Source: an optimization exercise on an open RTL-to-GDS flow (aim: small area, a short achievable clock period and few clock cycles). Production flows keep margins and buffers that such runs may drop. In this exercise RTL edits were held to simulation tests only and were not proved equivalent to the original. Power figures rest on the tool's default switching activity, not on a simulated workload.

==> flow/design.v <==
module rle_bool (
    input  wire         clk,
    input  wire         rst,         
    input  wire         hw_valid,
    input  wire [8:0]   hw_idx,
    input  wire         hw_val,
    output wire         idle,
    input  wire         lit_valid,
    input  wire [127:0] lit_data,
    output wire         lit_ready,
    output reg          rec_valid,
    output reg  [3:0]   rec_kind,    
    output reg  [8:0]   rec_idx,
    output reg          rec_val,
    output reg          seg_done,
    output reg  [2:0]   seg_task
);
    localparam [3:0] OP_AND = 4'h1, OP_OR = 4'h2, OP_EDGE = 4'h3,
                     OP_ASSIGN = 4'h5, OP_LATCH = 4'h6,
                     OP_MARK = 4'hC, OP_ARG = 4'hD, OP_END = 4'hE;
    reg [511:0] img;         
    reg [127:0] edg;         
    reg         busy;        
    reg [1:0]   pos;         
    reg         in_eq;
    reg [3:0]   h_op;
    reg [3:0]   h_mod;
    reg         h_neg;
    reg [8:0]   h_idx;
    reg         part2;       
    reg         p1_val;      
    reg         sum;         
    reg         term;        
    reg         has_term;    
    reg [6:0]   e_idx;
    reg [3:0]   e_mod;
    reg         e_neg;
    wire [31:0] lit   = lit_data[127 - 32*pos -: 32];
    wire [3:0]  l_op  = lit[31:28];
    wire        l_neg = lit[27];
    wire [3:0]  l_mod = lit[26:23];
    wire [8:0]  l_idx = lit[8:0];
    wire        take  = lit_valid;    
    assign idle      = !busy;
    assign lit_ready = lit_valid && ((pos == 2'd3) || (l_op == OP_END));
    wire part_val = sum | (has_term & term);
    wire src      = img[l_idx] ^ l_neg;           
    wire e_mem    = edg[e_idx];
    reg  e_fac;
    always @(*) begin
        case (e_mod[1:0])
            2'd0:    e_fac = src & ~e_mem;        
            2'd1:    e_fac = ~src & e_mem;        
            default: e_fac = src ^ e_mem;         
        endcase
    end
    wire s_val = part2 ? p1_val : part_val;
    wire r_val = part2 ? part_val : 1'b0;
    wire q_old = img[h_idx];
    reg  c_we;
    reg  c_val;
    always @(*) begin
        c_we  = 1'b0;
        c_val = 1'b0;
        if (h_op == OP_ASSIGN) begin
            case (h_mod)
                4'd0:    begin c_we = 1'b1;  c_val = s_val ^ h_neg; end
                4'd1:    begin c_we = s_val; c_val = 1'b1; end
                default: begin c_we = s_val; c_val = 1'b0; end
            endcase
        end else begin
            c_we = 1'b1;
            if (h_mod == 4'd0)
                c_val = r_val ? 1'b0 : (s_val ? 1'b1 : q_old);    
            else
                c_val = s_val ? 1'b1 : (r_val ? 1'b0 : q_old);    
        end
    end
    task add_factor(input f, input new_term);
        begin
            if (!has_term) begin
                term     <= f;
                has_term <= 1'b1;
            end else if (new_term) begin
                sum  <= sum | term;
                term <= f;
            end else begin
                term <= term & f;
            end
        end
    endtask
    always @(posedge clk) begin
        if (rst) begin
            img       <= 512'h0;
            edg       <= 128'h0;
            busy      <= 1'b0;
            pos       <= 2'd0;
            in_eq     <= 1'b0;
            h_op      <= 4'h0;
            h_mod     <= 4'h0;
            h_neg     <= 1'b0;
            h_idx     <= 9'h0;
            part2     <= 1'b0;
            p1_val    <= 1'b0;
            sum       <= 1'b0;
            term      <= 1'b0;
            has_term  <= 1'b0;
            e_idx     <= 7'h0;
            e_mod     <= 4'h0;
            e_neg     <= 1'b0;
            rec_valid <= 1'b0;
            rec_kind  <= 4'h0;
            rec_idx   <= 9'h0;
            rec_val   <= 1'b0;
            seg_done  <= 1'b0;
            seg_task  <= 3'h0;
        end else begin
            rec_valid <= 1'b0;
            seg_done  <= 1'b0;
            if (!busy && hw_valid)
                img[hw_idx] <= hw_val;
            if (take) begin
                pos <= lit_ready ? 2'd0 : pos + 2'd1;
                case (l_op)
                    OP_AND, OP_OR: begin
                        busy <= 1'b1;
                        add_factor(src, l_op == OP_OR);
                    end
                    OP_EDGE: begin
                        busy   <= 1'b1;
                        e_idx  <= lit[6:0];
                        e_mod  <= l_mod;
                        e_neg  <= l_neg;
                    end
                    OP_ARG: begin
                        busy   <= 1'b1;
                        edg[e_idx] <= src;
                        add_factor(e_fac ^ e_neg, e_mod[3]);
                        rec_valid <= 1'b1;
                        rec_kind  <= 4'h7;
                        rec_idx   <= {2'b00, e_idx};
                        rec_val   <= src;
                    end
                    OP_MARK: begin
                        busy     <= 1'b1;
                        part2    <= 1'b1;
                        p1_val   <= part_val;
                        sum      <= 1'b0;
                        term     <= 1'b0;
                        has_term <= 1'b0;
                    end
                    OP_ASSIGN, OP_LATCH, OP_END: begin
                        if (in_eq && c_we) begin
                            img[h_idx] <= c_val;
                            rec_valid  <= 1'b1;
                            rec_kind   <= 4'h1;
                            rec_idx    <= h_idx;
                            rec_val    <= c_val;
                        end
                        part2    <= 1'b0;
                        sum      <= 1'b0;
                        term     <= 1'b0;
                        has_term <= 1'b0;
                        if (l_op == OP_END) begin
                            busy     <= 1'b0;
                            in_eq    <= 1'b0;
                            seg_done <= 1'b1;
                            seg_task <= lit[2:0];
                        end else begin
                            busy  <= 1'b1;
                            in_eq <= 1'b1;
                            h_op  <= l_op;
                            h_mod <= l_mod;
                            h_neg <= l_neg;
                            h_idx <= l_idx;
                        end
                    end
                    default: ;
                endcase
            end
        end
    end
endmodule
==> flow/run.sh <==
#!/bin/bash
# synth_recipe.tcl (not shown) runs the flow's synth.tcl, then flattens the netlist and writes it again
# the make line also repeats each setting of config.mk as NAME=value (left out here)
make -C /OpenROAD-flow-scripts/flow DESIGN_CONFIG=/design/flow/config.mk WORK_HOME=/design/flow/orfs CLKGATE_MAP_FILE= SYNTH_SCRIPT=/design/flow/synth_recipe.tcl finish
==> flow/config.mk <==
export PLATFORM = sky130hd
export DESIGN_NAME = rle_bool
export DESIGN_NICKNAME = rle_bool
export VERILOG_FILES = /design/flow/design.v
export SDC_FILE = /design/flow/constraint.sdc
export NUM_CORES = 4
export LEC_CHECK = 0
export CAP_MARGIN = 20
export CORE_MARGIN = 2
export CORE_UTILIZATION = 30
export SLEW_MARGIN = 20
==> flow/constraint.sdc <==
create_clock -name core_clock -period 7.0 [get_ports {clk}]
set_input_delay 1.4000 -clock core_clock [delete_from_list [all_inputs] [get_ports {clk}]]
set_output_delay 1.4000 -clock core_clock [all_outputs]
set_load 0.01 [all_outputs]
==> out/summary.log <==
[timing] setup violators final 0
[cells_and_area] area delta synth->final 16.5%
[routing] violation count after the first detailed-routing iteration 11,225
[cts] number of clock sinks 695
[critical_path] cell occurring most often along the worst timing path buf_4
[critical_path] r2r endpoint edg[24]$_SDFFE_PP0P_
[timing] unrepaired setup endpoints after global routing false
[cells_and_area] Final Instance Area 55,100 um2
[routing] DRC violations left 0
[timing] final critical delay including setup and external delays 6.72 ns
[timing] max-slew violation total from the final report 0
[critical_path] CP Launch Type flop
[cells_and_area] most common library cell in the layout ignoring fill and taps nand2_1
[synth] share of async-settable or async-resettable flops after synthesis 0%
[critical_path] Arr. time, crit path 7.30 ns
[critical_path] required arrival time at the worst endpoint 7.58 ns
[cells_and_area] NumNets Final 6,451
[die] Vert. Die Dim 401 um
[global_routing] total routing resource utilization after global routing 39.7%
[place] DP Wirelength 236,000 um
[timing] post-route worst hold slack 0.468 ns
[die] full die area 161,000 um2
[global_routing] global-route wire length before repair 449,000 um
[synth] synthesis-stage register bit count 695
[global_routing] pin count of the biggest net entering global routing 108
[synth] Post-Syn Nets 6,480
[critical_path] Worst Setup Path Type reg2reg
[cells_and_area] combined area of the multi-input logic cells 31,100 um2
[run_status] run status finished clean
[cells_and_area] most used cells in the layout excluding fill and tap cells nand2_1 (833), nor2_1 (768), dfxtp_1 (690)
[die] Initial Utilization 30.3%
[critical_path] Cell Chain, Critical Path inv_1 > ha_2 > nor4bb_1 > a211oi_4 > nor2_1 > buf_12 > buf_4 > a32o_1 > o21ai_0 > nor4bb_1 > o311ai_0 > buf_4 > a222oi_1 > buf_4 > xnor2_2 > buf_4 > buf_4 > a311oi_1
[die] Ports 163
[run] total of max-cap violations 0
[routing] detail-routed via count per cell 6.98
[routing] number of iterations in the first detailed-routing pass 9
[cts] number of setup buffers added after CTS 0
[die] standard cell core area 156,000 um2
[place] Post-Place Setup Slack -0.123 ns
[hold_path] hold path start h_op[2]$_SDFFE_PP0P_
[cts] Clock Tree Root clkbuf_16
[power] Pleak 17.0 nW
[place] placed cell area 52,100 um2
[hold_path] worst min-delay path class reg2reg
[hold_path] hold path cells 2
[power] Worst IR Drop VDD 0.000176 V
[critical_path] worst setup slack for register-to-register paths 0.28 ns
[cells_and_area] share of cells above drive strength 1 12.7%
[synth] number of enable-type register cells in the synthesized netlist 0
[timing] crit path setup slack, layout 0.281 ns
[global_routing] via count of the first global-routing pass 52,396
[synth] Mapped Avg Cell Area 7.48 um2
[routing] number of antenna-violating nets in the routed design 0
[cts] later-pin clock latency in the skew report 0.78 ns
[synth] Syn Std Cell Area 47,300 um2
[cts] post-cts repair resize count 0
[cts] # H-tree levels 3
[cts] post-CTS clock slew at the launch and capture registers of the worst setup and hold paths 0.06 ns
[timing] final worst-path cycle share 96.0%
[synth] Yosys Warn Count 1
[global_routing] number of antenna violations at the first check in global routing 41
[die] floorplan die width 401 um
[critical_path] CP delay by family, top buffers and inverters
[timing] Max Fclk 149 MHz
[synth] predominant post-synthesis flop cell dfxtp_1
[critical_path] Register-to-Register Path Depth 18
[cells_and_area] Seq. cell area 13,900 um2
[hold_path] Endpoint, Worst Hold h_op[2]$_SDFFE_PP0P_
[timing] endpoints failing hold 0
[power] power density over cell area 223 nW/um2
[cts] clock tree from TritonCTS done
[routing] average detailed-routed wire length per instance 39.7 um
[critical_path] worst stage delay on the critical path 0.63 ns
[critical_path] Crit path buffers/inverters 7
[timing] Worst-Margin Slew 1.29 ns
[cells_and_area] number of fillers in the final layout 16,590
[place] GPL Wtd Cong 1.09
[place] number of buffers inserted by port buffering 105
[synth] sequential share of the synthesized area 29.4%
[critical_path] Critical Path End Type flop
[timing] headroom to the max-slew limit 13.8%
[die] count of standard-cell rows 145
[routing] final WL 335,000 um
[timing] post-route clock skew 0.0551 ns
[routing] via count of the routed design 58,962
[cts] quantity of hold-fixing buffers added after cts 0
[synth] synth unique cells 85
[critical_path] maximum fanout along the worst path 63
[synth] number of instances in the synthesized netlist 6,328
[global_routing] total overflow reported by the global router 0
[critical_path] CP max-delay cell nor2_1
[cts] Max Root-Sink Buffers 3
[cts] Inserted Clock Buffers 86
[critical_path] Reg-to-Reg Start pos[0]$_SDFFE_PP0P_
[how the worst max path moves through the flow]
stage	startpoint	to	slack, ns	depth (start not counted)
2_1_floorplan	lit_data[64]	term$_SDFFE_PP0P_	1.52	26
3_3_place_gp	lit_data[66]	edg[26]$_SDFFE_PP0P_	-0.09	19
3_5_place_dp	lit_data[66]	edg[24]$_SDFFE_PP0P_	-0.12	19
4_1_cts	pos[0]$_SDFFE_PP0P_	edg[24]$_SDFFE_PP0P_	0.54	21
5_1_grt	pos[0]$_SDFFE_PP0P_	edg[9]$_SDFFE_PP0P_	0.13	21
6_report	pos[0]$_SDFFE_PP0P_	edg[24]$_SDFFE_PP0P_	0.28	18
[cells in the mapped netlist (43+ instances only)]
cell / n / area share (%)
and2_1: 43 / 0.57
a211oi_1: 167 / 2.6
o221ai_1: 80 / 1.5
a22oi_1: 90 / 1.4
nor2_1: 806 / 6.4
a21oi_1: 685 / 7.2
clkbuf_1: 433 / 3.4
mux2i_1: 351 / 7.4
nor3_1: 79 / 0.84
dfxtp_1: 695 / 29
a311oi_1: 131 / 2.4
a31oi_1: 128 / 1.7
o21ai_0: 670 / 7.1
mux4_2: 158 / 7.5
nand2_1: 843 / 6.7
o311a_1: 52 / 1.1
buf_2: 111 / 1.2
nand3_1: 230 / 2.4
[power breakdown]
| group | internal (mW) | switching [mW] |
|---|---|---|
| Clock | 2.70 | 2.13 |
| Sequential | 3.97 | 0.0511 |
| Combinational | 0.773 | 2.68 |
| Total | 7.45 | 4.87 |
[state kept, by name (all words and copies together), names as in the netlist, 2 cells and up]
signal / count
e_idx: 7
e_mod: 3
edg: 128
h_idx: 9
h_mod: 4
h_op: 4
img: 512
pos: 2
rec_idx: 9
rec_kind: 2
seg_task: 3
[routing by layer]
| metal | track usage (%) | vias to the layer above | share of wire, % |
|---|---|---|---|
| met3 | 16.4 | 1499 | 15 |
| li1 | - | 23478 | - |
| met1 | 50.1 | 28613 | 37 |
| met2 | 52.8 | 5348 | 38 |
| met4 | 31.2 | 24 | 9.6 |
| met5 | 0.654 | - | 0.097 |
[logic make-up (layout without fill, tap and decap cells)]
family	Yosys count	count (layout)	share of synthesized area [%]
AOI/OAI and AO/OA	2259	2259	29.7
and+or+nand+nor	2171	2171	19.4
DFF	695	695	29.4
buffers and inverters	648	687	5.67
muxes	517	517	15.1
xor gates and xnor gates	27	27	0.500
adders and majority gates	10	10	0.264
other	1	28	0.00792
[final cells by class]
type,instances,share of cell area [%]
clock buffer,132,4.60
clock inverter,24,0.724
inverter,34,0.231
sequential,695,25.3
timing repair buffer,497,7.97
tap,2058,4.67
multi-input combinational,4985,56.4
antenna,27,0.123
[through the flow]
stage	setup TNS [ns]	util (%)	std cells	power [mW]
after global placement	-4.88	33.3	8264	7.26
after floorplan	0	-	6328	5.61
after CTS	0	35.2	8422	12.0
after detailed placement	-6.66	33.3	8266	7.27
final	0	35.3	8452	12.3
after global routing	0	35.2	8427	12.3
[worst min-delay path, stage by stage (launching register included)]
cell and delay, ns:
dfxtp_1 0.32, nor2_1 0.04, nor2_1 0.07
Testbench counts, summed over its fixed seeds: cycles 40,614.

[what the ideal ports hide]
No port has a modelled driver above. Below, the same layout with a new extraction and two added sets of constraints. Step 1 assumes that a clkbuf_16 drives the clock port and a buf_2 every other input. Step 2 moves the port delays by t, midway between the first and last clock arrival at a register: inputs arrive t later, outputs are due t later. That takes back most of the time a late clock gives input paths. Slacks: ideal / step 1 / step 2; pairs: ideal / step 1.
t (ns): 0.835
setup WS [ns]: 0.281 / 0.281 / -0.491
worst setup path at the end: input to register
worst slew at a driven data input, ns: 0.09
With both steps, setup timing fails in this run, where it was met with ideal ports. The setup slack of this run moves by 0.000 ns with the drivers and by -0.772 ns with both steps.
